What follows belongs to an exercise in optimizing a design on an open flow for small area, a short achievable clock period and few clock cycles per item; a production flow would make more cautious choices. The RTL was checked by simulation tests, not by an equivalence proof against the original design. No activity file was given, so power comes from the tool's default toggle rates.

<file path="design/flow/flow/run.sh">
#!/bin/bash
# The standard layout (the standard.sh: ORFS synthesis to finish) with two
# changes to how the layout is optimised: the port buffers that global
# placement inserts are the smallest buffer cell (every port still gets its
# own buffer), and the resizer's timing repair aims for 6.2 ns of setup slack
# against the design's unchanged 10 ns clock. make's full output goes to
# flow.log in this folder.
set -euo pipefail
export BUFFER_PORTS_ARGS="-buffer_cell sky130_fd_sc_hd__buf_1"
export SETUP_SLACK_MARGIN=6.2
bash standard.sh > flow.log 2>&1
</file>
<file path="design/flow/standard.sh">
#!/bin/bash
# synth_recipe.tcl (not shown) runs the flow's synth.tcl, then flattens the netlist and writes it again
# the make line also repeats each setting of config.mk as NAME=value (left out here)
make -C /OpenROAD-flow-scripts/flow DESIGN_CONFIG=/design/flow/config.mk WORK_HOME=/design/flow/orfs CLKGATE_MAP_FILE= SYNTH_SCRIPT=/design/flow/synth_recipe.tcl "${@:-finish}"
</file>
<file path="design/flow/config.mk">
export PLATFORM = sky130hd
export DESIGN_NAME = flow_steer
export DESIGN_NICKNAME = flow_steer
export VERILOG_FILES = /design/flow/design.v
export SDC_FILE = /design/flow/constraint.sdc
export NUM_CORES = 4
export LEC_CHECK = 0
export CAP_MARGIN = 20
export CORE_AREA = 5 5 315 315
export DIE_AREA = 0 0 320 320
export PLACE_DENSITY = 0.45
export SLEW_MARGIN = 20
</file>
<file path="design/flow/constraint.sdc">
create_clock -name core_clock -period 10.0 [get_ports {clk}]
set_input_delay 2.0000 -clock core_clock [delete_from_list [all_inputs] [get_ports {clk}]]
set_output_delay 2.0000 -clock core_clock [all_outputs]
set_load 0.01 [all_outputs]
</file>
<file path="design/flow/design.v">
module flow_steer (
    input  wire         clk,
    input  wire         rst,
    input  wire         in_valid,
    output reg          in_ready,
    input  wire [31:0]  in_seed,
    input  wire [4:0]   in_hash_sel,     
    input  wire         in_mode,         
    input  wire [7:0]   in_aff_mask,
    input  wire [7:0]   in_online_mask,
    input  wire         in_tunnel,
    input  wire [23:0]  in_vni,
    input  wire         o_has_mac,
    input  wire [95:0]  o_mac,
    input  wire         o_has_ip,
    input  wire         o_v6,
    input  wire [127:0] o_src,
    input  wire [127:0] o_dst,
    input  wire [7:0]   o_proto,
    input  wire         o_has_ports,
    input  wire [31:0]  o_ports,
    input  wire         o_frag,
    input  wire         i_has_mac,
    input  wire [95:0]  i_mac,
    input  wire         i_has_ip,
    input  wire         i_v6,
    input  wire [127:0] i_src,
    input  wire [127:0] i_dst,
    input  wire [7:0]   i_proto,
    input  wire         i_has_ports,
    input  wire [31:0]  i_ports,
    input  wire         i_frag,
    output reg          out_valid,
    input  wire         out_ready,
    output reg  [31:0]  out_hash,
    output reg  [2:0]   out_region,
    output reg          out_drop
);
    wire        c_inner   = in_hash_sel[3] & in_tunnel;
    wire        c_has_ip  = c_inner ? i_has_ip : o_has_ip;
    wire        c_has_mac = c_inner ? i_has_mac : o_has_mac;
    wire        c_v6      = c_inner ? i_v6 : o_v6;
    wire        c_hports  = c_inner ? (i_has_ports & ~i_frag) : (o_has_ports & ~o_frag);
    wire        c_addr    = c_has_ip & in_hash_sel[0];
    wire        c_a6      = c_addr & c_v6;
    wire        c_a4      = c_addr & ~c_v6;
    wire        c_p       = c_has_ip & in_hash_sel[1];
    wire        c_q       = c_has_ip & in_hash_sel[2] & c_hports;
    wire        c_v       = c_has_ip & in_hash_sel[4] & in_tunnel;
    wire        c_tail    = c_p | c_q | c_v;
    wire        c_ismac   = ~c_has_ip & c_has_mac;
    wire        c_first   = c_addr | c_ismac;    
    wire        c_two     = (c_a4 & c_tail) | c_ismac;           
    wire        c_fetch0  = c_a6 | c_two;        
    wire [7:0]  c_cand0   = in_aff_mask & in_online_mask;
    wire [7:0]  c_cand    = in_mode ? (c_cand0 & (~c_cand0 + 8'd1)) : c_cand0;
    reg         r_inner, r_a6, r_a4, r_ismac, r_first, r_p, r_q, r_v;
    reg         r_a6t, r_two, r_one;
    reg  [7:0]  r_cand;
    always @(posedge clk) begin
        r_inner <= c_inner;
        r_a6    <= c_a6;
        r_a4    <= c_a4;
        r_ismac <= c_ismac;
        r_first <= c_first;
        r_p     <= c_p;
        r_q     <= c_q;
        r_v     <= c_v;
        r_cand  <= c_cand;
        r_a6t   <= c_a6 & c_tail;
        r_two   <= c_two;
        r_one   <= ~c_a6 & ~c_two;
    end
    reg         known;           
    reg  [4:0]  ph;              
    wire        k_first = ~known | (ph[0] & r_first);
    wire        k_slo   = known & r_a6 & ph[1];
    wire        k_dhi   = known & r_a6 & ph[2];
    wire        k_dlo   = known & r_a6 & ph[3];
    wire        k_mlo   = known & r_ismac & ph[1];
    wire        k_tail  = known & ((r_a6 & ph[4]) | (r_a4 & ph[1]) | (~r_first & ph[0]));
    function [63:0] bswap64;         
        input [63:0] x;
        integer i;
        for (i = 0; i < 8; i = i + 1) bswap64[8*i +: 8] = x[63-8*i -: 8];
    endfunction
    function [31:0] bswap32;
        input [31:0] x;
        integer i;
        for (i = 0; i < 4; i = i + 1) bswap32[8*i +: 8] = x[31-8*i -: 8];
    endfunction
    wire        f_o    = k_first & ~c_inner;
    wire        f_i    = k_first &  c_inner;
    wire        f_o6   = f_o &  o_has_ip &  o_v6;
    wire        f_o4   = f_o &  o_has_ip & ~o_v6;
    wire        f_om   = f_o & ~o_has_ip;
    wire        f_i6   = f_i &  i_has_ip &  i_v6;
    wire        f_i4   = f_i &  i_has_ip & ~i_v6;
    wire        f_im   = f_i & ~i_has_ip;
    wire        ko     = ~r_inner;
    wire        ki     =  r_inner;
    wire        t_o    = k_tail & ko;
    wire        t_i    = k_tail & ki;
    wire        tp7    = r_p & ~r_v & ~r_q;      
    wire        tp3    = r_p & ~r_v &  r_q;      
    wire        tp4    = r_p &  r_v & ~r_q;      
    wire        tp0    = r_p &  r_v &  r_q;      
    wire        tq4    = r_q & ~r_v;             
    wire        tq1    = r_q &  r_v;             
    wire [63:0] f_data =
          ({64{f_o6}}  & bswap64(o_src[127:64]))
        | ({64{f_o4}}  & bswap64({o_src[31:0], o_dst[31:0]}))
        | ({64{f_om}}  & bswap64(o_mac[95:32]))
        | ({64{f_i6}}  & bswap64(i_src[127:64]))
        | ({64{f_i4}}  & bswap64({i_src[31:0], i_dst[31:0]}))
        | ({64{f_im}}  & bswap64(i_mac[95:32]))
        | ({64{k_slo & ko}} & bswap64(o_src[63:0]))
        | ({64{k_slo & ki}} & bswap64(i_src[63:0]))
        | ({64{k_dhi & ko}} & bswap64(o_dst[127:64]))
        | ({64{k_dhi & ki}} & bswap64(i_dst[127:64]))
        | ({64{k_dlo & ko}} & bswap64(o_dst[63:0]))
        | ({64{k_dlo & ki}} & bswap64(i_dst[63:0]))
        | ({64{k_mlo & ko}} & {bswap32(o_mac[31:0]), 32'd0})
        | ({64{k_mlo & ki}} & {bswap32(i_mac[31:0]), 32'd0})
        | ({64{k_tail & r_v}} & {bswap32({8'd0, in_vni}), 32'd0})
        | ({64{t_o & tq4}} & {bswap32(o_ports), 32'd0})
        | ({64{t_i & tq4}} & {bswap32(i_ports), 32'd0})
        | ({64{t_o & tq1}} & {24'd0, bswap32(o_ports), 8'd0})
        | ({64{t_i & tq1}} & {24'd0, bswap32(i_ports), 8'd0})
        | ({64{t_o & tp7}} & {o_proto, 56'd0})
        | ({64{t_i & tp7}} & {i_proto, 56'd0})
        | ({64{t_o & tp4}} & {24'd0, o_proto, 32'd0})
        | ({64{t_i & tp4}} & {24'd0, i_proto, 32'd0})
        | ({64{t_o & tp3}} & {32'd0, o_proto, 24'd0})
        | ({64{t_i & tp3}} & {32'd0, i_proto, 24'd0})
        | ({64{t_o & tp0}} & {56'd0, o_proto})
        | ({64{t_i & tp0}} & {56'd0, i_proto});
    wire [3:0]  tk = {3'd0, r_p} + {1'b0, r_q, 2'b00} + {2'b00, r_v, r_v};
    wire [8:0]  f_off;
    assign f_off[0] = k_first | k_slo | k_dhi | k_dlo | (k_tail & (tk == 4'd8));
    assign f_off[1] = k_tail & (tk == 4'd7);
    assign f_off[2] = 1'b0;
    assign f_off[3] = k_tail & (tk == 4'd5);
    assign f_off[4] = k_mlo | (k_tail & (tk == 4'd4));
    assign f_off[5] = k_tail & (tk == 4'd3);
    assign f_off[6] = 1'b0;
    assign f_off[7] = k_tail & (tk == 4'd1);
    assign f_off[8] = k_tail & (tk == 4'd0);
    reg  [63:0] win;
    reg  [8:0]  woff;
    reg         wv, wfirst, wlast;
    reg  [31:0] c;               
    reg         cdone;
    reg  [7:0]  bcand;
    reg         rv;
    reg  [31:0] rhash;
    reg  [5:0]  rp7;
    reg  [7:0]  rp15;
    reg  [7:0]  rcand;
    wire        take   = out_valid & out_ready;
    wire        r_move = rv & (~out_valid | out_ready);
    wire        c_move = cdone & (~rv | ~out_valid | out_ready);
    reg  [63:0] inj;
    reg  [31:0] ovh;
    integer     oi;
    always @(*) begin
        inj = 64'd0;
        for (oi = 0; oi <= 8; oi = oi + 1)
            inj = inj | ({64{woff[oi]}} & ({32'd0, c} << (8 * oi)));
        ovh = ({32{woff[8]}} & c)
            | ({32{woff[7]}} & {8'd0, c[31:8]})
            | ({32{woff[5]}} & {24'd0, c[31:24]});
    end
    wire [63:0] bx = win ^ inj;
    wire [31:0] b_out;
    wire bt64 = bx[18] ^ bx[38];
    wire bt65 = bx[32] ^ bx[55];
    wire bt66 = bx[0] ^ bx[11];
    wire bt67 = bx[33] ^ bx[52];
    wire bt68 = bx[34] ^ bx[57];
    wire bt69 = bx[1] ^ bx[12];
    wire bt70 = bx[13] ^ bx[58];
    wire bt71 = bx[28] ^ bx[47];
    wire bt72 = bx[29] ^ bx[48];
    wire bt73 = bx[14] ^ bx[61];
    wire bt74 = bx[30] ^ bx[35];
    wire bt75 = bx[15] ^ bx[62];
    wire bt76 = bx[31] ^ bx[50];
    wire bt77 = bx[36] ^ bx[45];
    wire bt78 = bx[53] ^ bx[54];
    wire bt79 = bx[27] ^ bx[46];
    wire bt80 = bx[40] ^ bx[49];
    wire bt81 = bx[24] ^ bx[43];
    wire bt82 = bx[25] ^ bx[44];
    wire bt83 = bx[26] ^ bt65;
    wire bt84 = bx[2] ^ bx[60];
    wire bt85 = bx[16] ^ bx[41];
    wire bt86 = bx[21] ^ bx[37];
    wire bt87 = bx[22] ^ bx[59];
    wire bt88 = bx[17] ^ bx[42];
    wire bt89 = bx[4] ^ bx[63];
    wire bt90 = bx[39] ^ bt72;
    wire bt91 = bx[5] ^ bx[10];
    wire bt92 = bx[56] ^ bt64;
    wire bt93 = bx[3] ^ bt73;
    wire bt94 = bx[23] ^ bt69;
    wire bt95 = bx[51] ^ bt70;
    wire bt96 = bx[19] ^ bt68;
    wire bt97 = bt66 ^ bt71;
    wire bt98 = bt67 ^ bt79;
    wire bt99 = bx[7] ^ bt80;
    wire bt100 = bx[20] ^ bt77;
    wire bt101 = bx[8] ^ bt81;
    wire bt102 = bx[9] ^ bt82;
    wire bt103 = bt78 ^ bt85;
    wire bt104 = bx[6] ^ bt74;
    wire bt105 = bt75 ^ bt83;
    wire bt106 = bx[55] ^ bt87;
    wire bt107 = bt86 ^ bt91;
    wire bt108 = bt88 ^ bt90;
    wire bt109 = bx[57] ^ bx[59];
    wire bt110 = bx[16] ^ bt89;
    wire bt111 = bx[23] ^ bt76;
    wire bt112 = bt92 ^ bt97;
    wire bt113 = bt98 ^ bt107;
    wire bt114 = bt64 ^ bt84;
    wire bt115 = bx[24] ^ bx[39];
    wire bt116 = bx[42] ^ bt93;
    wire bt117 = bt84 ^ bt95;
    wire bt118 = bx[12] ^ bx[13];
    wire bt119 = bx[14] ^ bx[34];
    wire bt120 = bx[60] ^ bt102;
    wire bt121 = bt67 ^ bt119;
    wire bt122 = bx[56] ^ bt78;
    wire bt123 = bx[17] ^ bt113;
    wire bt124 = bx[36] ^ bt85;
    wire bt125 = bx[43] ^ bt106;
    wire bt126 = bx[37] ^ bx[58];
    wire bt127 = bx[44] ^ bx[53];
    wire bt128 = bt94 ^ bt104;
    wire bt129 = bx[4] ^ bt74;
    wire bt130 = bx[21] ^ bt81;
    wire bt131 = bx[41] ^ bt70;
    wire bt132 = bx[54] ^ bt100;
    wire bt133 = bx[61] ^ bt94;
    wire bt134 = bt75 ^ bt131;
    wire bt135 = bt99 ^ bt114;
    wire bt136 = bx[1] ^ bx[46];
    wire bt137 = bx[8] ^ bt76;
    wire bt138 = bx[30] ^ bx[62];
    wire bt139 = bx[63] ^ bt136;
    wire bt140 = bx[6] ^ bt110;
    wire bt141 = bx[11] ^ bx[25];
    wire bt142 = bt95 ^ bt111;
    wire bt143 = bt96 ^ bt100;
    wire bt144 = bx[51] ^ bt118;
    wire bt145 = bx[10] ^ bx[15];
    wire bt146 = bx[38] ^ bt87;
    wire bt147 = bt101 ^ bt146;
    wire bt148 = bx[15] ^ bx[22];
    wire bt149 = bx[40] ^ bt83;
    wire bt150 = bx[26] ^ bx[31];
    wire bt151 = bx[47] ^ bt66;
    wire bt152 = bx[58] ^ bt64;
    wire bt153 = bx[29] ^ bt88;
    wire bt154 = bx[41] ^ bt98;
    wire bt155 = bt90 ^ bt112;
    wire bt156 = bt124 ^ bt155;
    wire bt157 = bx[20] ^ bt80;
    wire bt158 = bt87 ^ bt157;
    wire bt159 = bt108 ^ bt126;
    wire bt160 = bx[0] ^ bt109;
    wire bt161 = bx[19] ^ bt132;
    wire bt162 = bt130 ^ bt160;
    wire bt163 = bt133 ^ bt134;
    wire bt164 = bx[5] ^ bt65;
    wire bt165 = bt82 ^ bt86;
    wire bt166 = bt116 ^ bt117;
    wire bt167 = bt138 ^ bt166;
    wire bt168 = bx[9] ^ bx[28];
    wire bt169 = bx[18] ^ bt105;
    wire bt170 = bt140 ^ bt142;
    wire bt171 = bx[0] ^ bt68;
    wire bt172 = bx[14] ^ bx[48];
    wire bt173 = bx[22] ^ bt115;
    wire bt174 = bx[36] ^ bt144;
    wire bt175 = bt89 ^ bt172;
    wire bt176 = bx[17] ^ bx[35];
    wire bt177 = bt68 ^ bt93;
    wire bt178 = bt71 ^ bt72;
    wire bt179 = bx[3] ^ bx[49];
    wire bt180 = bx[50] ^ bt68;
    wire bt181 = bx[61] ^ bt105;
    wire bt182 = bx[27] ^ bt120;
    wire bt183 = bx[7] ^ bt117;
    wire bt184 = bx[27] ^ bx[45];
    wire bt185 = bx[33] ^ bt92;
    wire bt186 = bx[63] ^ bt73;
    wire bt187 = bt103 ^ bt148;
    wire bt188 = bt149 ^ bt185;
    wire bt189 = bt82 ^ bt101;
    wire bt190 = bt150 ^ bt151;
    wire bt191 = bt152 ^ bt190;
    wire bt192 = bx[39] ^ bt66;
    wire bt193 = bt102 ^ bt192;
    wire bt194 = bx[63] ^ bt94;
    wire bt195 = bx[16] ^ bt67;
    wire bt196 = bx[18] ^ bt83;
    wire bt197 = bt74 ^ bt195;
    wire bt198 = bt97 ^ bt153;
    wire bt199 = bt101 ^ bt196;
    wire bt200 = bx[38] ^ bt103;
    wire bt201 = bx[51] ^ bt69;
    wire bt202 = bx[52] ^ bt76;
    wire bt203 = bt104 ^ bt106;
    wire bt204 = bx[10] ^ bx[31];
    wire bt205 = bt108 ^ bt122;
    wire bt206 = bx[2] ^ bt99;
    wire bt207 = bx[3] ^ bt137;
    wire bt208 = bx[12] ^ bx[42];
    wire bt209 = bx[55] ^ bt96;
    wire bt210 = bx[9] ^ bx[35];
    wire bt211 = bt86 ^ bt88;
    wire bt212 = bt89 ^ bt154;
    wire bt213 = bt210 ^ bt211;
    wire bt214 = bx[10] ^ bx[21];
    wire bt215 = bx[13] ^ bt77;
    wire bt216 = bx[59] ^ bt214;
    wire bt217 = bt103 ^ bt121;
    wire bt218 = ovh[0];
    wire bt219 = ovh[1];
    wire bt220 = ovh[2];
    wire bt221 = ovh[3];
    wire bt222 = ovh[4];
    wire bt223 = ovh[5];
    wire bt224 = ovh[6];
    wire bt225 = ovh[7];
    wire bt226 = ovh[8];
    wire bt227 = ovh[9];
    wire bt228 = ovh[10];
    wire bt229 = ovh[11];
    wire bt230 = ovh[12];
    wire bt231 = ovh[13];
    wire bt232 = ovh[14];
    wire bt233 = ovh[15];
    wire bt234 = ovh[16];
    wire bt235 = ovh[17];
    wire bt236 = ovh[18];
    wire bt237 = ovh[19];
    wire bt238 = ovh[20];
    wire bt239 = ovh[21];
    wire bt240 = ovh[22];
    wire bt241 = ovh[23];
    wire bt242 = ovh[24];
    wire bt243 = ovh[25];
    wire bt244 = ovh[26];
    wire bt245 = ovh[27];
    wire bt246 = ovh[28];
    wire bt247 = ovh[29];
    wire bt248 = ovh[30];
    wire bt249 = ovh[31];
  wire bt250 = bt70 ^ bt84;
  wire bt251 = bt96 ^ bt218;
  wire bt252 = bt250 ^ bt125;
  wire bt253 = bt251 ^ bt123;
  wire bt254 = bt252 ^ bt156;
  wire bt255 = bt253 ^ bt254;
  wire bt256 = bx[60] ^ bt127;
  wire bt257 = bt93 ^ bt96;
  wire bt258 = bt219 ^ bt256;
  wire bt259 = bt112 ^ bt128;
  wire bt260 = bt158 ^ bt257;
  wire bt261 = bt258 ^ bt159;
  wire bt262 = bt259 ^ bt260;
  wire bt263 = bt261 ^ bt262;
  wire bt264 = bt76 ^ bt90;
  wire bt265 = bt129 ^ bt220;
  wire bt266 = bt135 ^ bt162;
  wire bt267 = bt264 ^ bt265;
  wire bt268 = bt161 ^ bt163;
  wire bt269 = bt266 ^ bt267;
  wire bt270 = bt268 ^ bt269;
  wire bt271 = bx[19] ^ bt115;
  wire bt272 = bt124 ^ bt137;
  wire bt273 = bt139 ^ bt164;
  wire bt274 = bt165 ^ bt221;
  wire bt275 = bt271 ^ bt158;
  wire bt276 = bt272 ^ bt273;
  wire bt277 = bt274 ^ bt275;
  wire bt278 = bt276 ^ bt167;
  wire bt279 = bt277 ^ bt278;
  wire bt280 = bx[40] ^ bt79;
  wire bt281 = bt91 ^ bt141;
  wire bt282 = bt168 ^ bt90;
  wire bt283 = bt222 ^ bt280;
  wire bt284 = bt281 ^ bt116;
  wire bt285 = bt143 ^ bt282;
  wire bt286 = bt283 ^ bt169;
  wire bt287 = bt170 ^ bt284;
  wire bt288 = bt285 ^ bt286;
  wire bt289 = bt287 ^ bt288;
  wire bt290 = bx[20] ^ bt104;
  wire bt291 = bt171 ^ bt173;
  wire bt292 = bt175 ^ bt223;
  wire bt293 = bt105 ^ bt135;
  wire bt294 = bt174 ^ bt290;
  wire bt295 = bt291 ^ bt292;
  wire bt296 = bt293 ^ bt294;
  wire bt297 = bt295 ^ bt296;
  wire bt298 = bx[8] ^ bt141;
  wire bt299 = bt145 ^ bt176;
  wire bt300 = bt111 ^ bt139;
  wire bt301 = bt178 ^ bt224;
  wire bt302 = bt298 ^ bt299;
  wire bt303 = bt125 ^ bt135;
  wire bt304 = bt177 ^ bt300;
  wire bt305 = bt301 ^ bt302;
  wire bt306 = bt303 ^ bt304;
  wire bt307 = bt305 ^ bt306;
  wire bt308 = bx[23] ^ bx[44];
  wire bt309 = bt168 ^ bt179;
  wire bt310 = bt308 ^ bt129;
  wire bt311 = bt144 ^ bt180;
  wire bt312 = bt225 ^ bt309;
  wire bt313 = bt147 ^ bt310;
  wire bt314 = bt311 ^ bt312;
  wire bt315 = bt123 ^ bt181;
  wire bt316 = bt313 ^ bt314;
  wire bt317 = bt315 ^ bt316;
  wire bt318 = bx[29] ^ bx[35];
  wire bt319 = bx[53] ^ bx[62];
  wire bt320 = bt77 ^ bt91;
  wire bt321 = bt318 ^ bt319;
  wire bt322 = bt121 ^ bt173;
  wire bt323 = bt226 ^ bt320;
  wire bt324 = bt321 ^ bt112;
  wire bt325 = bt322 ^ bt323;
  wire bt326 = bt170 ^ bt182;
  wire bt327 = bt324 ^ bt325;
  wire bt328 = bt326 ^ bt327;
  wire bt329 = bx[25] ^ bx[47];
  wire bt330 = bt184 ^ bt329;
  wire bt331 = bt130 ^ bt186;
  wire bt332 = bt227 ^ bt330;
  wire bt333 = bt128 ^ bt187;
  wire bt334 = bt331 ^ bt332;
  wire bt335 = bt183 ^ bt188;
  wire bt336 = bt333 ^ bt334;
  wire bt337 = bt335 ^ bt336;
  wire bt338 = bx[7] ^ bx[23];
  wire bt339 = bx[29] ^ bx[54];
  wire bt340 = bx[60] ^ bt75;
  wire bt341 = bt338 ^ bt339;
  wire bt342 = bt107 ^ bt228;
  wire bt343 = bt340 ^ bt341;
  wire bt344 = bt116 ^ bt189;
  wire bt345 = bt342 ^ bt343;
  wire bt346 = bt191 ^ bt344;
  wire bt347 = bt345 ^ bt346;
  wire bt348 = bx[19] ^ bx[30];
  wire bt349 = bx[48] ^ bt69;
  wire bt350 = bt184 ^ bt348;
  wire bt351 = bt229 ^ bt349;
  wire bt352 = bt350 ^ bt140;
  wire bt353 = bt147 ^ bt193;
  wire bt354 = bt351 ^ bt181;
  wire bt355 = bt352 ^ bt353;
  wire bt356 = bt354 ^ bt355;
  wire bt357 = bx[41] ^ bx[52];
  wire bt358 = bx[62] ^ bt72;
  wire bt359 = bt86 ^ bt357;
  wire bt360 = bt99 ^ bt102;
  wire bt361 = bt230 ^ bt358;
  wire bt362 = bt359 ^ bt125;
  wire bt363 = bt143 ^ bt194;
  wire bt364 = bt360 ^ bt361;
  wire bt365 = bt191 ^ bt362;
  wire bt366 = bt363 ^ bt364;
  wire bt367 = bt365 ^ bt366;
  wire bt368 = bx[5] ^ bx[49];
  wire bt369 = bt127 ^ bt368;
  wire bt370 = bt100 ^ bt180;
  wire bt371 = bt231 ^ bt369;
  wire bt372 = bt194 ^ bt197;
  wire bt373 = bt198 ^ bt370;
  wire bt374 = bt371 ^ bt199;
  wire bt375 = bt372 ^ bt373;
  wire bt376 = bt374 ^ bt375;
  wire bt377 = bx[45] ^ bx[57];
  wire bt378 = bt91 ^ bt115;
  wire bt379 = bt377 ^ bt97;
  wire bt380 = bt201 ^ bt202;
  wire bt381 = bt232 ^ bt378;
  wire bt382 = bt120 ^ bt200;
  wire bt383 = bt203 ^ bt379;
  wire bt384 = bt380 ^ bt381;
  wire bt385 = bt382 ^ bt383;
  wire bt386 = bt384 ^ bt385;
  wire bt387 = bx[6] ^ bx[46];
  wire bt388 = bx[52] ^ bt77;
  wire bt389 = bt141 ^ bt204;
  wire bt390 = bt387 ^ bt233;
  wire bt391 = bt388 ^ bt389;
  wire bt392 = bt133 ^ bt149;
  wire bt393 = bt390 ^ bt391;
  wire bt394 = bt183 ^ bt205;
  wire bt395 = bt392 ^ bt393;
  wire bt396 = bt394 ^ bt395;
  wire bt397 = bx[11] ^ bx[37];
  wire bt398 = bx[47] ^ bt109;
  wire bt399 = bt118 ^ bt138;
  wire bt400 = bt397 ^ bt93;
  wire bt401 = bt122 ^ bt234;
  wire bt402 = bt398 ^ bt399;
  wire bt403 = bt154 ^ bt206;
  wire bt404 = bt400 ^ bt401;
  wire bt405 = bt402 ^ bt199;
  wire bt406 = bt403 ^ bt404;
  wire bt407 = bt405 ^ bt406;
  wire bt408 = bx[33] ^ bx[38];
  wire bt409 = bt71 ^ bt208;
  wire bt410 = bt408 ^ bt122;
  wire bt411 = bt175 ^ bt235;
  wire bt412 = bt409 ^ bt134;
  wire bt413 = bt207 ^ bt209;
  wire bt414 = bt410 ^ bt411;
  wire bt415 = bt182 ^ bt412;
  wire bt416 = bt413 ^ bt414;
  wire bt417 = bt415 ^ bt416;
  wire bt418 = bx[26] ^ bx[32];
  wire bt419 = bx[49] ^ bx[51];
  wire bt420 = bt73 ^ bt148;
  wire bt421 = bt418 ^ bt419;
  wire bt422 = bt114 ^ bt151;
  wire bt423 = bt236 ^ bt420;
  wire bt424 = bt421 ^ bt213;
  wire bt425 = bt422 ^ bt423;
  wire bt426 = bt161 ^ bt212;
  wire bt427 = bt424 ^ bt425;
  wire bt428 = bt426 ^ bt427;
  wire bt429 = bx[3] ^ bx[20];
  wire bt430 = bx[50] ^ bx[53];
  wire bt431 = bx[56] ^ bt66;
  wire bt432 = bt84 ^ bt109;
  wire bt433 = bt429 ^ bt430;
  wire bt434 = bt153 ^ bt237;
  wire bt435 = bt431 ^ bt432;
  wire bt436 = bt433 ^ bt434;
  wire bt437 = bt435 ^ bt163;
  wire bt438 = bt436 ^ bt437;
  wire bt439 = bx[18] ^ bx[54];
  wire bt440 = bt69 ^ bt439;
  wire bt441 = bt110 ^ bt238;
  wire bt442 = bt440 ^ bt162;
  wire bt443 = bt441 ^ bt442;
  wire bt444 = bt167 ^ bt443;
  wire bt445 = bx[1] ^ bx[33];
  wire bt446 = bt75 ^ bt79;
  wire bt447 = bt89 ^ bt204;
  wire bt448 = bt445 ^ bt165;
  wire bt449 = bt239 ^ bt446;
  wire bt450 = bt447 ^ bt177;
  wire bt451 = bt448 ^ bt449;
  wire bt452 = bt450 ^ bt451;
  wire bt453 = bt156 ^ bt452;
  wire bt454 = bx[42] ^ bx[43];
  wire bt455 = bx[56] ^ bx[60];
  wire bt456 = bt69 ^ bt74;
  wire bt457 = bt80 ^ bt454;
  wire bt458 = bt455 ^ bt215;
  wire bt459 = bt216 ^ bt240;
  wire bt460 = bt456 ^ bt457;
  wire bt461 = bt458 ^ bt459;
  wire bt462 = bt460 ^ bt169;
  wire bt463 = bt212 ^ bt461;
  wire bt464 = bt462 ^ bt463;
  wire bt465 = bx[55] ^ bt127;
  wire bt466 = bt152 ^ bt186;
  wire bt467 = bt202 ^ bt216;
  wire bt468 = bt241 ^ bt465;
  wire bt469 = bt108 ^ bt466;
  wire bt470 = bt467 ^ bt468;
  wire bt471 = bt469 ^ bt470;
  wire bt472 = bx[2] ^ bx[30];
  wire bt473 = bt65 ^ bt75;
  wire bt474 = bt77 ^ bt80;
  wire bt475 = bt472 ^ bt95;
  wire bt476 = bt171 ^ bt178;
  wire bt477 = bt242 ^ bt473;
  wire bt478 = bt474 ^ bt200;
  wire bt479 = bt475 ^ bt476;
  wire bt480 = bt477 ^ bt123;
  wire bt481 = bt478 ^ bt479;
  wire bt482 = bt480 ^ bt481;
  wire bt483 = bx[11] ^ bt71;
  wire bt484 = bt76 ^ bt179;
  wire bt485 = bt92 ^ bt139;
  wire bt486 = bt243 ^ bt483;
  wire bt487 = bt484 ^ bt203;
  wire bt488 = bt217 ^ bt485;
  wire bt489 = bt486 ^ bt159;
  wire bt490 = bt487 ^ bt488;
  wire bt491 = bt489 ^ bt490;
  wire bt492 = bx[11] ^ bx[28];
  wire bt493 = bx[32] ^ bt208;
  wire bt494 = bt492 ^ bt99;
  wire bt495 = bt129 ^ bt244;
  wire bt496 = bt493 ^ bt113;
  wire bt497 = bt142 ^ bt187;
  wire bt498 = bt494 ^ bt495;
  wire bt499 = bt496 ^ bt497;
  wire bt500 = bt498 ^ bt499;
  wire bt501 = bx[6] ^ bt111;
  wire bt502 = bt164 ^ bt245;
  wire bt503 = bt147 ^ bt174;
  wire bt504 = bt198 ^ bt217;
  wire bt505 = bt501 ^ bt502;
  wire bt506 = bt503 ^ bt504;
  wire bt507 = bt505 ^ bt506;
  wire bt508 = bx[7] ^ bx[13];
  wire bt509 = bx[15] ^ bx[18];
  wire bt510 = bx[37] ^ bx[51];
  wire bt511 = bt65 ^ bt81;
  wire bt512 = bt508 ^ bt509;
  wire bt513 = bt510 ^ bt121;
  wire bt514 = bt246 ^ bt511;
  wire bt515 = bt512 ^ bt120;
  wire bt516 = bt128 ^ bt513;
  wire bt517 = bt514 ^ bt205;
  wire bt518 = bt515 ^ bt516;
  wire bt519 = bt517 ^ bt518;
  wire bt520 = bt73 ^ bt78;
  wire bt521 = bt145 ^ bt150;
  wire bt522 = bt92 ^ bt215;
  wire bt523 = bt247 ^ bt520;
  wire bt524 = bt521 ^ bt189;
  wire bt525 = bt197 ^ bt206;
  wire bt526 = bt209 ^ bt522;
  wire bt527 = bt523 ^ bt524;
  wire bt528 = bt525 ^ bt526;
  wire bt529 = bt527 ^ bt528;
  wire bt530 = bx[14] ^ bx[56];
  wire bt531 = bt79 ^ bt126;
  wire bt532 = bt176 ^ bt530;
  wire bt533 = bt103 ^ bt248;
  wire bt534 = bt531 ^ bt532;
  wire bt535 = bt105 ^ bt143;
  wire bt536 = bt193 ^ bt207;
  wire bt537 = bt533 ^ bt534;
  wire bt538 = bt535 ^ bt536;
  wire bt539 = bt537 ^ bt538;
  wire bt540 = bx[58] ^ bt71;
  wire bt541 = bt79 ^ bt109;
  wire bt542 = bt145 ^ bt110;
  wire bt543 = bt201 ^ bt249;
  wire bt544 = bt540 ^ bt541;
  wire bt545 = bt132 ^ bt213;
  wire bt546 = bt542 ^ bt543;
  wire bt547 = bt544 ^ bt188;
  wire bt548 = bt545 ^ bt546;
  wire bt549 = bt547 ^ bt548;
    assign b_out = {bt549, bt539, bt529, bt519, bt507, bt500, bt491, bt482, bt471, bt464, bt453, bt444, bt438, bt428, bt417, bt407, bt396, bt386, bt376, bt367, bt356, bt347, bt337, bt328, bt317, bt307, bt297, bt289, bt279, bt270, bt263, bt255};
    wire [31:0] hh = ~c;
    wire m7_1 = hh[0] ^ hh[3] ^ hh[6];
    wire m7_2 = (hh[0] & hh[3]) | (hh[0] & hh[6]) | (hh[3] & hh[6]);
    wire m7_3 = hh[9] ^ hh[12] ^ hh[15];
    wire m7_4 = (hh[9] & hh[12]) | (hh[9] & hh[15]) | (hh[12] & hh[15]);
    wire m7_5 = hh[18] ^ hh[21] ^ hh[24];
    wire m7_6 = (hh[18] & hh[21]) | (hh[18] & hh[24]) | (hh[21] & hh[24]);
    wire m7_7 = hh[1] ^ hh[4] ^ hh[7];
    wire m7_8 = (hh[1] & hh[4]) | (hh[1] & hh[7]) | (hh[4] & hh[7]);
    wire m7_9 = hh[10] ^ hh[13] ^ hh[16];
    wire m7_10 = (hh[10] & hh[13]) | (hh[10] & hh[16]) | (hh[13] & hh[16]);
    wire m7_11 = hh[19] ^ hh[22] ^ hh[25];
    wire m7_12 = (hh[19] & hh[22]) | (hh[19] & hh[25]) | (hh[22] & hh[25]);
    wire m7_13 = hh[2] ^ hh[5] ^ hh[8];
    wire m7_14 = (hh[2] & hh[5]) | (hh[2] & hh[8]) | (hh[5] & hh[8]);
    wire m7_15 = hh[11] ^ hh[14] ^ hh[17];
    wire m7_16 = (hh[11] & hh[14]) | (hh[11] & hh[17]) | (hh[14] & hh[17]);
    wire m7_17 = hh[20] ^ hh[23] ^ hh[26];
    wire m7_18 = (hh[20] & hh[23]) | (hh[20] & hh[26]) | (hh[23] & hh[26]);
    wire m7_19 = m7_1 ^ m7_3 ^ m7_5;
    wire m7_20 = (m7_1 & m7_3) | (m7_1 & m7_5) | (m7_3 & m7_5);
    wire m7_21 = hh[27] ^ hh[30] ^ m7_14;
    wire m7_22 = (hh[27] & hh[30]) | (hh[27] & m7_14) | (hh[30] & m7_14);
    wire m7_23 = m7_2 ^ m7_4 ^ m7_6;
    wire m7_24 = (m7_2 & m7_4) | (m7_2 & m7_6) | (m7_4 & m7_6);
    wire m7_25 = m7_7 ^ m7_9 ^ m7_11;
    wire m7_26 = (m7_7 & m7_9) | (m7_7 & m7_11) | (m7_9 & m7_11);
    wire m7_27 = m7_8 ^ m7_10 ^ m7_12;
    wire m7_28 = (m7_8 & m7_10) | (m7_8 & m7_12) | (m7_10 & m7_12);
    wire m7_29 = m7_13 ^ m7_15 ^ m7_17;
    wire m7_30 = (m7_13 & m7_15) | (m7_13 & m7_17) | (m7_15 & m7_17);
    wire m7_31 = m7_19 ^ m7_21 ^ m7_16;
    wire m7_32 = (m7_19 & m7_21) | (m7_19 & m7_16) | (m7_21 & m7_16);
    wire m7_33 = m7_18 ^ m7_28 ^ m7_30;
    wire m7_34 = (m7_18 & m7_28) | (m7_18 & m7_30) | (m7_28 & m7_30);
    wire m7_35 = m7_20 ^ m7_22 ^ m7_23;
    wire m7_36 = (m7_20 & m7_22) | (m7_20 & m7_23) | (m7_22 & m7_23);
    wire m7_37 = m7_25 ^ hh[28] ^ hh[31];
    wire m7_38 = (m7_25 & hh[28]) | (m7_25 & hh[31]) | (hh[28] & hh[31]);
    wire m7_39 = m7_24 ^ m7_26 ^ m7_27;
    wire m7_40 = (m7_24 & m7_26) | (m7_24 & m7_27) | (m7_26 & m7_27);
    wire m7_41 = m7_31 ^ m7_33 ^ m7_40;
    wire m7_42 = (m7_31 & m7_33) | (m7_31 & m7_40) | (m7_33 & m7_40);
    wire m7_43 = m7_32 ^ m7_34 ^ m7_35;
    wire m7_44 = (m7_32 & m7_34) | (m7_32 & m7_35) | (m7_34 & m7_35);
    wire m7_45 = m7_36 ^ m7_38 ^ m7_39;
    wire m7_46 = (m7_36 & m7_38) | (m7_36 & m7_39) | (m7_38 & m7_39);
    wire m7_47 = m7_42 ^ m7_43 ^ m7_37;
    wire m7_48 = (m7_42 & m7_43) | (m7_42 & m7_37) | (m7_43 & m7_37);
    wire m7_49 = m7_44 ^ m7_45 ^ m7_29;
    wire m7_50 = (m7_44 & m7_45) | (m7_44 & m7_29) | (m7_45 & m7_29);
    wire m7_51 = m7_41 ^ m7_46 ^ m7_50;
    wire m7_52 = (m7_41 & m7_46) | (m7_41 & m7_50) | (m7_46 & m7_50);
    wire m7_53 = m7_48 ^ m7_49 ^ hh[29];
    wire m7_54 = (m7_48 & m7_49) | (m7_48 & hh[29]) | (m7_49 & hh[29]);
    wire m15_1 = hh[0] ^ hh[4] ^ hh[8];
    wire m15_2 = (hh[0] & hh[4]) | (hh[0] & hh[8]) | (hh[4] & hh[8]);
    wire m15_3 = hh[12] ^ hh[16] ^ hh[20];
    wire m15_4 = (hh[12] & hh[16]) | (hh[12] & hh[20]) | (hh[16] & hh[20]);
    wire m15_5 = hh[1] ^ hh[5] ^ hh[9];
    wire m15_6 = (hh[1] & hh[5]) | (hh[1] & hh[9]) | (hh[5] & hh[9]);
    wire m15_7 = hh[13] ^ hh[17] ^ hh[21];
    wire m15_8 = (hh[13] & hh[17]) | (hh[13] & hh[21]) | (hh[17] & hh[21]);
    wire m15_9 = hh[2] ^ hh[6] ^ hh[10];
    wire m15_10 = (hh[2] & hh[6]) | (hh[2] & hh[10]) | (hh[6] & hh[10]);
    wire m15_11 = hh[14] ^ hh[18] ^ hh[22];
    wire m15_12 = (hh[14] & hh[18]) | (hh[14] & hh[22]) | (hh[18] & hh[22]);
    wire m15_13 = hh[3] ^ hh[7] ^ hh[11];
    wire m15_14 = (hh[3] & hh[7]) | (hh[3] & hh[11]) | (hh[7] & hh[11]);
    wire m15_15 = hh[15] ^ hh[19] ^ hh[23];
    wire m15_16 = (hh[15] & hh[19]) | (hh[15] & hh[23]) | (hh[19] & hh[23]);
    wire m15_17 = m15_1 ^ m15_3 ^ hh[24];
    wire m15_18 = (m15_1 & m15_3) | (m15_1 & hh[24]) | (m15_3 & hh[24]);
    wire m15_19 = hh[28] ^ m15_14 ^ m15_16;
    wire m15_20 = (hh[28] & m15_14) | (hh[28] & m15_16) | (m15_14 & m15_16);
    wire m15_21 = m15_2 ^ m15_4 ^ m15_5;
    wire m15_22 = (m15_2 & m15_4) | (m15_2 & m15_5) | (m15_4 & m15_5);
    wire m15_23 = m15_7 ^ hh[25] ^ hh[29];
    wire m15_24 = (m15_7 & hh[25]) | (m15_7 & hh[29]) | (hh[25] & hh[29]);
    wire m15_25 = m15_6 ^ m15_8 ^ m15_9;
    wire m15_26 = (m15_6 & m15_8) | (m15_6 & m15_9) | (m15_8 & m15_9);
    wire m15_27 = m15_11 ^ hh[26] ^ hh[30];
    wire m15_28 = (m15_11 & hh[26]) | (m15_11 & hh[30]) | (hh[26] & hh[30]);
    wire m15_29 = m15_10 ^ m15_12 ^ m15_13;
    wire m15_30 = (m15_10 & m15_12) | (m15_10 & m15_13) | (m15_12 & m15_13);
    wire m15_31 = m15_15 ^ hh[27] ^ hh[31];
    wire m15_32 = (m15_15 & hh[27]) | (m15_15 & hh[31]) | (hh[27] & hh[31]);
    wire m15_33 = m15_17 ^ m15_19 ^ m15_30;
    wire m15_34 = (m15_17 & m15_19) | (m15_17 & m15_30) | (m15_19 & m15_30);
    wire m15_35 = m15_18 ^ m15_20 ^ m15_21;
    wire m15_36 = (m15_18 & m15_20) | (m15_18 & m15_21) | (m15_20 & m15_21);
    wire m15_37 = m15_22 ^ m15_24 ^ m15_25;
    wire m15_38 = (m15_22 & m15_24) | (m15_22 & m15_25) | (m15_24 & m15_25);
    wire m15_39 = m15_26 ^ m15_28 ^ m15_29;
    wire m15_40 = (m15_26 & m15_28) | (m15_26 & m15_29) | (m15_28 & m15_29);
    wire m15_41 = m15_33 ^ m15_32 ^ m15_40;
    wire m15_42 = (m15_33 & m15_32) | (m15_33 & m15_40) | (m15_32 & m15_40);
    wire m15_43 = m15_34 ^ m15_35 ^ m15_23;
    wire m15_44 = (m15_34 & m15_35) | (m15_34 & m15_23) | (m15_35 & m15_23);
    wire m15_45 = m15_36 ^ m15_37 ^ m15_27;
    wire m15_46 = (m15_36 & m15_37) | (m15_36 & m15_27) | (m15_37 & m15_27);
    wire m15_47 = m15_38 ^ m15_39 ^ m15_31;
    wire m15_48 = (m15_38 & m15_39) | (m15_38 & m15_31) | (m15_39 & m15_31);
    wire [2:0] x7 = {m7_53, m7_52, m7_51};
    wire [2:0] y7 = {1'b0, m7_47, m7_54};
    wire [3:0] x15 = {m15_46, m15_44, m15_42, m15_41};
    wire [3:0] y15 = {m15_47, m15_45, m15_43, m15_48};
    wire [3:0]  s7  = {1'b0, rp7[5:3]} + {1'b0, rp7[2:0]};
    wire [4:0]  s15 = {1'b0, rp15[7:4]} + {1'b0, rp15[3:0]};
    reg  [6:0]  o7;              
    reg  [4:0]  o5;              
    reg  [2:0]  o3;              
    always @(*) begin
        case (s7)
            4'd0: o7 = 7'b0000001;
            4'd1: o7 = 7'b0000010;
            4'd2: o7 = 7'b0000100;
            4'd3: o7 = 7'b0001000;
            4'd4: o7 = 7'b0010000;
            4'd5: o7 = 7'b0100000;
            4'd6: o7 = 7'b1000000;
            4'd7: o7 = 7'b0000001;
            4'd8: o7 = 7'b0000010;
            4'd9: o7 = 7'b0000100;
            4'd10: o7 = 7'b0001000;
            4'd11: o7 = 7'b0010000;
            4'd12: o7 = 7'b0100000;
            4'd13: o7 = 7'b1000000;
            4'd14: o7 = 7'b0000001;
            default: o7 = 7'b0000001;
        endcase
        case (s15)
            5'd0: begin o5 = 5'b00001; o3 = 3'b001; end
            5'd1: begin o5 = 5'b00010; o3 = 3'b010; end
            5'd2: begin o5 = 5'b00100; o3 = 3'b100; end
            5'd3: begin o5 = 5'b01000; o3 = 3'b001; end
            5'd4: begin o5 = 5'b10000; o3 = 3'b010; end
            5'd5: begin o5 = 5'b00001; o3 = 3'b100; end
            5'd6: begin o5 = 5'b00010; o3 = 3'b001; end
            5'd7: begin o5 = 5'b00100; o3 = 3'b010; end
            5'd8: begin o5 = 5'b01000; o3 = 3'b100; end
            5'd9: begin o5 = 5'b10000; o3 = 3'b001; end
            5'd10: begin o5 = 5'b00001; o3 = 3'b010; end
            5'd11: begin o5 = 5'b00010; o3 = 3'b100; end
            5'd12: begin o5 = 5'b00100; o3 = 3'b001; end
            5'd13: begin o5 = 5'b01000; o3 = 3'b010; end
            5'd14: begin o5 = 5'b10000; o3 = 3'b100; end
            5'd15: begin o5 = 5'b00001; o3 = 3'b001; end
            5'd16: begin o5 = 5'b00010; o3 = 3'b010; end
            5'd17: begin o5 = 5'b00100; o3 = 3'b100; end
            5'd18: begin o5 = 5'b01000; o3 = 3'b001; end
            5'd19: begin o5 = 5'b10000; o3 = 3'b010; end
            5'd20: begin o5 = 5'b00001; o3 = 3'b100; end
            5'd21: begin o5 = 5'b00010; o3 = 3'b001; end
            5'd22: begin o5 = 5'b00100; o3 = 3'b010; end
            5'd23: begin o5 = 5'b01000; o3 = 3'b100; end
            5'd24: begin o5 = 5'b10000; o3 = 3'b001; end
            5'd25: begin o5 = 5'b00001; o3 = 3'b010; end
            5'd26: begin o5 = 5'b00010; o3 = 3'b100; end
            5'd27: begin o5 = 5'b00100; o3 = 3'b001; end
            5'd28: begin o5 = 5'b01000; o3 = 3'b010; end
            5'd29: begin o5 = 5'b10000; o3 = 3'b100; end
            5'd30: begin o5 = 5'b00001; o3 = 3'b001; end
            default: begin o5 = 5'b00001; o3 = 3'b001; end
        endcase
    end
    wire [1:0]  rq0 = {1'b0, rcand[0]} + {1'b0, rcand[1]};
    wire [1:0]  rq1 = {1'b0, rcand[2]} + {1'b0, rcand[3]};
    wire [1:0]  rq2 = {1'b0, rcand[4]} + {1'b0, rcand[5]};
    wire [1:0]  rq3 = {1'b0, rcand[6]} + {1'b0, rcand[7]};
    wire [3:0]  rcn = ({2'b00, rq0} + {2'b00, rq1}) + ({2'b00, rq2} + {2'b00, rq3});
    wire [8:0]  rn = 9'd1 << rcn;
    wire [7:0]  kh;
    wire        h0 = rhash[0];
    wire [7:0]  k2 = {6'd0, h0, ~h0};
    wire [7:0]  k4 = 8'd1 << rhash[1:0];
    wire [7:0]  k8 = 8'd1 << rhash[2:0];
    wire [7:0]  k6 = {2'b00,
                      o3[2] &  h0,       
                      o3[1] & ~h0,       
                      o3[0] &  h0,       
                      o3[2] & ~h0,       
                      o3[1] &  h0,       
                      o3[0] & ~h0};      
    assign kh = ({8{rn[0] | rn[1]}} & 8'd1)
              | ({8{rn[2]}} & k2)
              | ({8{rn[3]}} & {5'd0, o3})
              | ({8{rn[4]}} & k4)
              | ({8{rn[5]}} & {3'd0, o5})
              | ({8{rn[6]}} & k6)
              | ({8{rn[7]}} & {1'b0, o7})
              | ({8{rn[8]}} & k8);
    wire [2:0]  pc1 = {2'd0, rcand[0]};
    wire [2:0]  pc2 = {1'b0, rcand[0] & rcand[1], rcand[0] ^ rcand[1]};
    wire [2:0]  pc3 = {2'd0, rcand[0]} + {2'd0, rcand[1]} + {2'd0, rcand[2]};
    wire [2:0]  pc4 = pc2 + {1'b0, rcand[2] & rcand[3], rcand[2] ^ rcand[3]};
    wire [2:0]  pc5 = pc4 + {2'd0, rcand[4]};
    wire [2:0]  pc6 = pc4 + {1'b0, rcand[4] & rcand[5], rcand[4] ^ rcand[5]};
    wire [2:0]  pc7 = pc4 + {2'd0, rcand[4]} + {2'd0, rcand[5]} + {2'd0, rcand[6]};
    wire [7:0]  match = rcand & {kh[pc7], kh[pc6], kh[pc5], kh[pc4],
                                 kh[pc3], kh[pc2], kh[pc1], kh[0]};
    wire [2:0]  pick = {match[4] | match[5] | match[6] | match[7],
                        match[2] | match[3] | match[6] | match[7],
                        match[1] | match[3] | match[5] | match[7]};
    integer     j;
    function [2:0] wc_next;      
        input wv_, wlast_, cdone_, rv_, ov_;
        reg   rm, cm;
        begin
            rm = rv_ & ~ov_;
            cm = cdone_ & (~rv_ | rm);
            wc_next = {wv_ ? wlast_ : (cdone_ & ~cm), cm | (rv_ & ~rm), rm | ov_};
        end
    endfunction
    wire [2:0]  nx   = wc_next(wv, wlast, cdone, rv, out_valid);
    wire        safe = ~nx[2] | ~nx[1] | ~nx[0];
    wire        rem1 = (r_a6 & r_a6t & ph[4]) | (r_a6 & ~r_a6t & ph[3]) |
                       (r_two & ph[1]) | (r_one & ph[0]);
    wire        rem2 = (r_a6 & r_a6t & ph[3]) | (r_a6 & ~r_a6t & ph[2]) |
                       (r_two & ph[0]);
    wire        fetch    = in_valid & safe & (known ? (~rem1 | in_ready) : c_fetch0);
    wire        is_last  = known & rem1;
    wire        ld_seed  = fetch & known & ph[0] & ~r_first;
    wire        acc      = in_valid & in_ready;
    wire        rem1_n   = known ? ((rem1 & ~fetch) | (rem2 & fetch))
                                 : (~c_a6 & ~c_two) | (c_two & fetch);
    wire [4:0]  ph_n = known ? (fetch ? {ph[3:0], 1'b0} : ph)
                             : (fetch ? 5'b00010 : 5'b00001);
    wire [2:0]  nx2  = wc_next(fetch, is_last, nx[2], nx[1], nx[0]);
    wire        safe2 = ~nx2[2] | ~nx2[1] | ~nx2[0];
    always @(posedge clk) begin
        win    <= f_data ^ {32'd0, {32{k_first}} & in_seed};
        woff   <= k_first ? 9'd0 : f_off;
        wfirst <= ~known | ph[0];
        wlast  <= is_last;
        if (wv) begin
            c <= b_out;
            if (wfirst) bcand <= r_cand;
        end else if (ld_seed) begin
            c <= in_seed;
        end
        if (c_move) begin
            rhash <= hh;
            rp7   <= {x7, y7};
            rp15  <= {x15, y15};
            rcand <= bcand;
        end
        if (r_move) begin
            out_hash   <= rhash;
            out_region <= pick;
            out_drop   <= (rcand == 8'd0);
        end
    end
    always @(posedge clk) begin
        if (rst) begin
            known     <= 1'b0;
            ph        <= 5'b00001;
            in_ready  <= 1'b0;
            wv        <= 1'b0;
            cdone     <= 1'b0;
            rv        <= 1'b0;
            out_valid <= 1'b0;
        end else begin
            known     <= in_valid & ~acc;
            ph        <= (in_valid & ~acc) ? ph_n : 5'b00001;
            in_ready  <= in_valid & ~acc & rem1_n & safe & safe2;
            wv        <= fetch;
            cdone     <= wv ? wlast : (cdone & ~c_move);
            rv        <= c_move | (rv & ~r_move);
            out_valid <= r_move | (out_valid & ~take);
        end
    end
endmodule
</file>
==> results.py <==
metrics = {
    "run_status": {
        "status": "finished clean",
    },
    "logic_synthesis": {
        "syn_nets": 3332,
        "ys_types": 76,
        "seq_area_frac_synth_pct": 26.44,
        "async_flop_share_pct": 0,
        "ys.flop_type": "edfxtp_1",
        "synth.ff_latch_count": 232,
        "avgSynthCellArea_sq_um": 9.487,
        "synth_cells": 2366,
        "ys_warn_count": 1,
        "yosys.area.top_type_share_pct": 17.26,
        "synth_area_leaders": "edfxtp_1 17%, xnor2_1 14%, a22oi_1 9.7%",
        "syn_area_sq_mm": 0.02245,
        "synth_edf_count": 129,
        "synth_top_area_cell": "edfxtp_1",
    },
    "clocking": {
        "cts_buffers": 31,
        "clockRootBuffer": "clkbuf_16",
        "postCtsHoldBufs": 0,
        "cts_buffer_depth": 3,
        "cts_tree": "yes",
        "clk_pin_slew_ps": 60,
        "worstSkewPairLatency_ps": 610,
        "h-tree-depth": 1,
        "clock_sinks": 232,
    },
    "worst_setup_path": {
        "critPathMostFrequentCell": "fa_1",
        "path_cells": "fa_1 > inv_1 > fa_1 > fa_1 > inv_2 > ha_4 > inv_2 > fa_2 > nor2b_4 > o2111a_1 > o31ai_2 > o41a_1 > o21a_1 > nand2_2 > mux4_2 > nand2_2 > nand4_1",
        "endpoint_kind": "register",
        "r2r-start": "rcand[3]$_DFFE_PP_",
        "rrSetupSlack_ps": 5210,
        "worstPathRequired_ps": 10330,
        "cp-start-kind": "register",
        "r2r-end": "out_region[0]$_DFFE_PP_",
        "crit_slowest_cell": "fa_1",
        "cp_slowest_stage_delay_ps": 550,
        "worstSetupPathType": "reg2reg",
        "crit_arrival_ps": 5120,
        "rr_worst_depth": 17,
        "crit_fanout": 6,
    },
    "global_routing": {
        "grt.overflow.total": 0,
        "grt_usage_pct": 41.99,
        "grt_pass1_wl_mm": 282.0,
        "grt_antenna_before_repair": 239,
        "grt_max_degree": 65,
        "grt_pass1_vias": 25880,
    },
    "place": {
        "io_buffers": 914,
        "gp_routability_congestion": 1.159,
        "place_hpwl_mm": 194.2,
    },
    "finish": {
        "nets": 4253,
        "fillCellCount": 10490,
        "drive_gt1_share_pct": 11.92,
        "synthToLayoutAreaGrowth_pct": 34.07,
    },
    "worst_hold_path": {
        "worstHoldStart": "r_cand[1]$_DFF_P_",
        "holdPathStages": 0,
        "worstHoldEndpoint": "bcand[1]$_DFFE_PP_",
        "min_path_type": "reg2reg",
    },
    "drt": {
        "drt-vias-per-instance": 5.888,
        "drc": 0,
        "first_iter_violations": 5039,
        "via_count": 27800,
        "dr.pass1.iters": 10,
        "wl_mm": 227.7,
        "wire_per_inst_um": 48.21,
        "final_antenna_net_count": 0,
    },
    "power": {
        "leakage_nw": 10.28,
        "max-vdd-ir-drop_mv": 0.1158,
        "p_per_area_mw_per_mm2": 248.0,
    },
    "floorplan": {
        "start_util_pct": 23.59,
        "std_cell_rows": 113,
        "die_x_um": 320,
        "fp.coreArea_sq_mm": 0.09515,
        "die_y_um": 320,
        "die_area_sq_mm": 0.1024,
        "io_pins": 915,
    },
    "timing": {
        "worst_hold_slack_ps": 409.9,
        "period_needed_ps": 4788,
        "skew_ps": 21.85,
        "relSlewSlack_pct": 20.87,
        "fmax_mhz": 208.9,
        "setup_violations": 0,
        "hold_violations": 0,
        "rsz0062_at_grt": "true",
        "tns_ps": 0,
        "finalCritPeriodShare_pct": 47.88,
        "slew_violations": 0,
        "worst-slew-pin-transition_ps": 1179,
    },
    "flow_run": {
        "drv_cap": 0,
    },
}
through the flow:
| step | setup slack (ps) | std cells | util [%] | cell area (sq um) | power, mW |
|---|---|---|---|---|---|
| 2_1_floorplan | 5395 | 2366 | - | 22530 | 4.590 |
| 3_3_place_gp | 4623 | 4437 | 28.82 | 27420 | 6.108 |
| 3_5_place_dp | 4704 | 4439 | 28.84 | 27440 | 6.108 |
| 4_1_cts | 5194 | 4558 | 30.91 | 29410 | 7.346 |
| 5_1_grt | 5002 | 4639 | 31.41 | 29890 | 7.757 |
| 6_report | 5212 | 4722 | 31.63 | 30090 | 7.463 |
worst max-delay path by stage:
stage / start / end / slack, ps
3_5_place_dp: rcand[3]$_DFFE_PP_ / out_region[2]$_DFFE_PP_ / 4700
6_report: rcand[3]$_DFFE_PP_ / out_region[0]$_DFFE_PP_ / 5210
3_3_place_gp: rcand[3]$_DFFE_PP_ / out_region[2]$_DFFE_PP_ / 4620
5_1_grt: rcand[3]$_DFFE_PP_ / out_region[0]$_DFFE_PP_ / 5000
2_1_floorplan: rcand[1]$_DFFE_PP_ / out_region[1]$_DFFE_PP_ / 5390
4_1_cts: rcand[3]$_DFFE_PP_ / out_region[2]$_DFFE_PP_ / 5190
cell usage in the layout (no fill, tap or decap), types with 8 or more instances in the layout:
master	netlist	routed
a21o_1	8	8
a21oi_1	55	52
a221o_1	20	20
a221oi_1	126	109
a221oi_2	0	16
a222oi_1	63	63
a22o_1	12	12
a22oi_1	289	289
and2_1	8	8
and3_1	10	9
buf_1	13	914
buf_12	0	13
buf_4	3	117
clkbuf_16	0	32
clkinv_2	0	8
dfxtp_1	103	99
diode_2	0	152
edfxtp_1	129	129
fa_1	61	57
ha_1	28	27
inv_1	119	111
mux2_2	22	22
mux2i_1	68	68
nand2_1	153	148
nand3_1	112	110
nand4_1	29	29
nor2_1	82	65
nor2_4	0	11
nor2b_1	11	8
o21ai_0	36	33
o22ai_1	12	10
xnor2_1	349	324
xnor2_2	40	59
xnor2_4	6	12
xnor3_1	10	10
xor2_1	126	118
xor2_2	12	17
registers in the layout, summed over array words and instances (netlist names), 3 cells and up:
signal / count
win: 64
c: 32
out_hash: 32
rhash: 32
bcand: 8
r_cand: 8
rcand: 8
rp15: 8
woff: 7
ph: 5
rp7: 5
out_region: 3
cell families (layout without fill, tap and decap cells):
kind of cell,Yosys count,after routing,synth area share [%]
DFF,232,232,26.44
xor gates and xnor gates,546,546,24.38
other,0,152,0
muxes,95,95,4.638
buffers and inverters,287,1226,5.011
and+or+nand+nor,443,443,9.181
AOI/OAI and AO/OA,674,674,23.35
adders and majority gates,89,89,7.001
Yosys cell counts (all sizes together), types with 8 or more instances:
master and n:
a21o 8, a21oi 55, a221o 20, a221oi 126, a222oi 63, a22o 12, a22oi 290, and2 8
and3 10, buf 30, clkbuf 137, dfxtp 103, edfxtp 129, fa 61, ha 28, inv 119
mux2 22, mux2i 68, nand2 153, nand3 112, nand4 29, nor2 82, nor2b 11, o21ai 37
o22ai 12, xnor2 395, xnor3 12, xor2 139
routing by layer:
layer  routed length, um  share of wire (%)  GRT usage [%]
met4               16610                7.3          25.95
met1               88590                 39          53.33
met3               32520                 14          19.63
met2               89410                 39          57.01
met5                 516               0.23          1.898
cell type report:
class	instances	area (sq um)	area share, %
repair buffers	1055	4686	15.57
flip-flops and latches	232	5943	19.75
diodes	152	380.4	1.264
well taps	1265	1583	5.259
multi-input cells	1847	16100	53.50
clock buffers	38	837.1	2.781
inverters	120	459.2	1.526
clock inverters	13	103.9	0.3451
worst max-delay path, delay by kind of cell (launching register included):
family          cells  cell delay, ps
compound gates      4             840
fa+ha+maj           5            2170
buf+inv             3             150
flops               1             440
mux                 1             470
simple gates        4             450
where the power goes:
group          internal (mW)  leakage, nW  switching (mW)  total [mW]
Clock                  0.612        0.465           0.477        1.09
Combinational           2.21         7.78            2.91        5.12
Sequential              1.17         2.03          0.0807        1.25
what timing repair did:
action / 4_1_cts / 5_1_grt
setup buffers: 68 / 12
pin swaps: 13 / 6
resized for setup: 68 / 34
hold endpoints to repair: 0 / 0
endpoints found under the setup margin: 61 / 54
Testbench counts, summed over its fixed seeds: cycles 8,214, items 3,200.

separate check: timing with driven ports:
In the flow no input, the clock included, has a driving cell. The finished layout below was timed again as built, in two steps. Step 1, drivers: a clkbuf_16 drives clk and a buf_2 each remaining input, both assumed. Step 2, shift: input delay + t, output delay - t, t = (earliest + latest rising clock arrival at the registers) / 2. This alone moves slack from input paths to output paths. Slacks: no drivers / after step 1 / after step 2; pairs: no drivers / after step 1.
t (ns): 0.662
slack for setup (ns): 5.212 / 5.212 / 5.212
cell pins on the clock port's net: 1
After both steps this run still meets setup and hold. For this run, drivers alone change the setup slack by 0.000 ns; drivers and shift together by 0.000 ns.
